From an optimization exercise on the open Yosys and OpenROAD flow, aimed at small area, a short achievable clock period and few clock cycles per item; shortcuts taken in it are not production practice. Only simulation tests tie the RTL to the original design; equivalence was not proved.

==> flow/design.v (outline; a module is shown in full before it is edited, if it fits) <==
// module ghash_core: 24459 lines
// module gf_nand: 7 lines
// module gf_and: 7 lines
// module gf_xor: 7 lines
// module gf_xnor: 7 lines
module ghash_core (
    input  wire         clk,
    input  wire         rst,         
    input  wire         in_valid,
    output wire         in_ready,
    input  wire         init,        
    input  wire [127:0] h,
    input  wire [127:0] x,
    output reg          out_valid,
    output wire [127:0] y
);
  // ...
==> flow/run.sh <==
#!/bin/bash
# synth_recipe.tcl (not shown) runs the flow's synth.tcl, then flattens the netlist and writes it again
# the make line also repeats each setting of config.mk as NAME=value (left out here)
make -C /OpenROAD-flow-scripts/flow DESIGN_CONFIG=/design/flow/config.mk WORK_HOME=/design/flow/orfs CLKGATE_MAP_FILE= SYNTH_SCRIPT=/design/flow/synth_recipe.tcl finish
==> flow/config.mk <==
export PLATFORM = sky130hd
export DESIGN_NAME = ghash_core
export DESIGN_NICKNAME = ghash_core
export VERILOG_FILES = /design/flow/design.v
export SDC_FILE = /design/flow/constraint.sdc
export NUM_CORES = 4
export LEC_CHECK = 0
export CAP_MARGIN = 20
export CORE_MARGIN = 2
export CORE_UTILIZATION = 30
export SETUP_SLACK_MARGIN = 4.0
export SLEW_MARGIN = 60
export SYNTH_HIERARCHICAL = 1
==> flow/constraint.sdc <==
create_clock -name core_clock -period 10.0 [get_ports {clk}]
set_input_delay 2.0000 -clock core_clock [delete_from_list [all_inputs] [get_ports {clk}]]
set_output_delay 2.0000 -clock core_clock [all_outputs]
set_load 0.01 [all_outputs]
==> results.py, run 1 <==
metrics = {
    "placed_design": {
        "post-place-ws_ps": 2560,
        "gp_congestion": 1.14,
    },
    "status": {
        "status": "complete, no violations",
    },
    "layout": {
        "finalNonFillerCells": 20459,
        "most-common-layout-cells": "5311 x xor2_1, 3366 x nand2_1, 1768 x xor2_2",
        "inv_count": 0,
        "final_layout_size_suffix_gt1_frac": 0.329,
    },
    "critical_path": {
        "cp-start-kind": "flop",
        "path_class": "reg -> reg",
    },
    "sta": {
        "skew_ps": 98.5,
        "fin_crit_sh": 0.645,
        "slew_viol_final": 0,
    },
    "yosys": {
        "synth_compound_area_frac": 0.0000858,
        "syn_area_mm2": 0.102,
        "synth_fa_ha_area_frac": 0,
        "muxShareOfSynthArea": 0,
        "yosys_warnings": 7,
        "ys_top_cells_by_count": "7894 x xor2_1, 3402 x nand2_1, 869 x and2_1",
    },
    "clock_tree": {
        "cts-root-buf": "clkbuf_16",
    },
    "detailed_routing": {
        "drc": 0,
        "routed_wl_mm": 687,
    },
}
Testbench counts, summed over its fixed seeds: cycles 4,808, items 4,800.
==> inputs of run 2 (changes only) <==
--- a/flow/config.mk
+++ b/flow/config.mk
@@ -8,6 +8,6 @@
 export CAP_MARGIN = 20
 export CORE_MARGIN = 2
 export CORE_UTILIZATION = 30
-export SETUP_SLACK_MARGIN = 4.0
+export SETUP_SLACK_MARGIN = 3.5
 export SLEW_MARGIN = 60
 export SYNTH_HIERARCHICAL = 1
==> results.py, run 2 <==
metrics = {
    "status": {
        "status": "complete, no violations",
    },
    "critical_path": {
        "cp-start-kind": "flop",
        "crit_path_frequent_cell": "xor2_1",
        "path_cells": "xor2_2 > clkbuf_8 > nand2_1 > xor2_1 > xnor2_1 > xor2_2 > xor2_1 > xor2_1 > xor2_1 > xor2_1 > xor2_2 > xor2_1 > xor2_2 > xor2_1 > xor2_1 > xor2_4 > xor2_1 > xor2_2 > xor2_2 > and2_1",
        "path_delay_family": "XOR/XNOR gates",
        "cp_max_fo": 5,
        "cp_slowest_cell": "xor2_2",
        "worst_ep_arrival_time_ps": 7500,
        "path_class": "reg -> reg",
        "cp.required_ps": 10730,
        "cp-end-kind": "flop",
        "cp_num_buf_inv": 1,
        "slowest_delay_ps": 560,
    },
    "floorplanning": {
        "placementRows": 214,
        "io_pins": 390,
        "die_y_um": 587,
        "start_util": 0.301,
        "coreArea_mm2": 0.339,
        "die-area_mm2": 0.345,
        "die_width_um": 587,
    },
    "sta": {
        "setup_viol": 0,
        "finalWorstSetupSlack_ps": 3240,
        "rsz0062_at_grt": "true",
        "holdWs_ps": 453,
        "hold_viol": 0,
        "period_minus_slack_ps": 6760,
        "slew_viol_final": 0,
        "worst_pin_slew_ps": 769,
        "tns_ps": 0,
        "skew_ps": 106,
        "fin_crit_sh": 0.676,
        "timing.fmax_mhz": 148,
        "slew-limit-headroom": 0.487,
    },
    "detailed_routing": {
        "drt_iter0_markers": 12919,
        "viasPerCell": 5.07,
        "ant_nets": 0,
        "wl_per_cell_um": 34.1,
        "via_count": 98269,
        "drc": 0,
        "first_pass_iters": 12,
        "routed_wl_mm": 660,
    },
    "global_route": {
        "grt_first_pass_wirelength_mm": 857,
        "grt_pass1_vias": 92349,
        "antenna_found_initial": 34,
        "gr-total-overflow": 0,
        "grt_max_degree": 99,
        "track_usage": 0.367,
    },
    "clock_tree": {
        "h-tree-depth": 3,
        "clock_latency_ps": 880,
        "clk_transition_reported_paths_ps": 60,
        "cts_made_buffers": 76,
        "cts_tree": "done",
        "cts-root-buf": "clkbuf_16",
        "clock_path_buffers": 4,
        "cts_sinks": 514,
    },
    "yosys": {
        "yosysMostFrequentCell": "xor2_1",
        "ys.flop_type": "dfxtp_1",
        "synth_area_per_cell_um2": 7.73,
        "ys_seq_elements": 514,
        "synth_edf_count": 0,
        "synth_area_leader_cell": "xor2_1",
        "syn_area_mm2": 0.102,
        "seq_area_frac_synth": 0.101,
        "synth_nets": 13473,
        "postSynthCellCount": 13213,
        "synth_area_leaders": "xor2_1 68%, nand2_1 13%, dfxtp_1 10%",
        "async_reset_ff_frac": 0,
        "yosys_warnings": 7,
        "synthDistinctLibCells": 13,
        "synth.top_cell.area_share": 0.677,
        "ys_top_cells_by_count": "7894 x xor2_1, 3402 x nand2_1, 869 x and2_1",
    },
    "placed_design": {
        "hpwl_mm": 554,
        "gp_congestion": 1.14,
        "post_dp_cell_area_mm2": 0.129,
        "post-place-ws_ps": 2560,
        "port_buffers": 388,
    },
    "layout": {
        "fin_nets": 14998,
        "most-common-layout-cells": "6180 x xor2_1, 3402 x nand2_1, 1219 x xor2_2",
        "final_common_cell": "xor2_1",
        "area_growth_pct": 39.7,
        "fin_area_mm2": 0.143,
        "final_layout_size_suffix_gt1_frac": 0.209,
    },
    "min_path": {
        "hold_path.class": "reg -> reg",
    },
    "run": {
        "maxCapViolCount": 0,
    },
}
[run 2: metrics by stage]
step | std cells | utilization
final | 19372 | 0.421
after floorplan | 13213 | -
after global routing | 19355 | 0.420
after CTS | 19093 | 0.399
after global placement | 18749 | 0.349
after detailed placement | 18851 | 0.380
[run 2: area by class of cell]
type | count | area (um^2)
fillers | 33957 | 197000
multi-input cells | 12656 | 111000
repair buffers | 1490 | 13400
flip-flops and latches | 514 | 10500
well taps | 4536 | 5680
clock buffers | 96 | 2100
clock inverters | 38 | 380
diodes | 42 | 105
[run 2: per-module statistics from Yosys (local to each module, per instance)]
module | cells inside | copies in the design
ghash_core | 1073 | 1
gf_xnor | 1 | 486
gf_xor | 1 | 7766
gf_and | 1 | 486
gf_nand | 1 | 3402
[run 2: worst paths after layout]
path                                    startpoint                    to  slack [ps]  depth (start not counted)
worst max register to register  acc[93]$_SDFF_PP0_     acc[7]$_SDFF_PP0_        3240                         20
worst min-delay path                 vr$_SDFF_PP0_  out_valid$_SDFF_PP0_         450                          1
worst min register to register       vr$_SDFF_PP0_  out_valid$_SDFF_PP0_         450                          1
worst max-delay path            acc[93]$_SDFF_PP0_     acc[7]$_SDFF_PP0_        3240                         20
[run 2: worst register-to-register path: cells and delay by family, from the launching register on]
kind	cells	cell delay [ps]
XOR/XNOR	17	5760
flip-flops	1	420
buffers and inverters	1	250
AND/OR/NAND/NOR	2	290
[run 2: logic make-up after synthesis]
family / Yosys count / share of synthesized area
flip-flops: 514 / 0.101
AND/OR/NAND/NOR: 4274 / 0.178
XOR/XNOR: 8380 / 0.719
AO/OA/AOI/OAI: 1 / 0.0000858
buffers and inverters: 43 / 0.00194
other: 1 / 0.0000367
[run 2: metal layers]
layer | track usage | share of wire | vias to the layer above
met4 | 0.247 | 0.084 | 16
met1 | 0.485 | 0.40 | 48758
met5 | 0 | 0.00035 | -
met3 | 0.0999 | 0.11 | 1531
met2 | 0.516 | 0.40 | 6501
li1 | - | - | 41463
[run 2: timing repair]
item | CTS | global route
cloned | 0 | 2
buffers inserted | 108 | 229
gates resized for setup | 353 | 583
hold buffers | 0 | 0
pin swaps | 135 | 340
endpoints found under the setup margin | 215 | 208

==> what the ideal ports hide <==
No port has a modelled driver above. Below, the same layouts with a new extraction and two added sets of constraints.
Step 1 assumes that a clkbuf_16 drives the clock port and a buf_2 every other input.
Step 2 adds t to the input delays and takes it off the output delays; t is the mean of the earliest and latest rising clock arrival at the registers after step 1. Input paths then give back, and output paths get back, about the clock's delay inside the block.
Slacks: no drivers / after step 1 / after step 2; pairs: no drivers / after step 1.
run	t, ns	slack for setup (ns)	slew at the worst register clock pin (ns)	worst data-port slew with drivers (ns)	cell pins on the clock port's net
run 1	0.922	3.548 / 3.548 / 3.548	0.10 / 0.10	0.27	1
run 2	0.922	3.237 / 3.237 / 3.237	0.10 / 0.10	0.25	1
After both steps setup and hold are still met in every run listed.
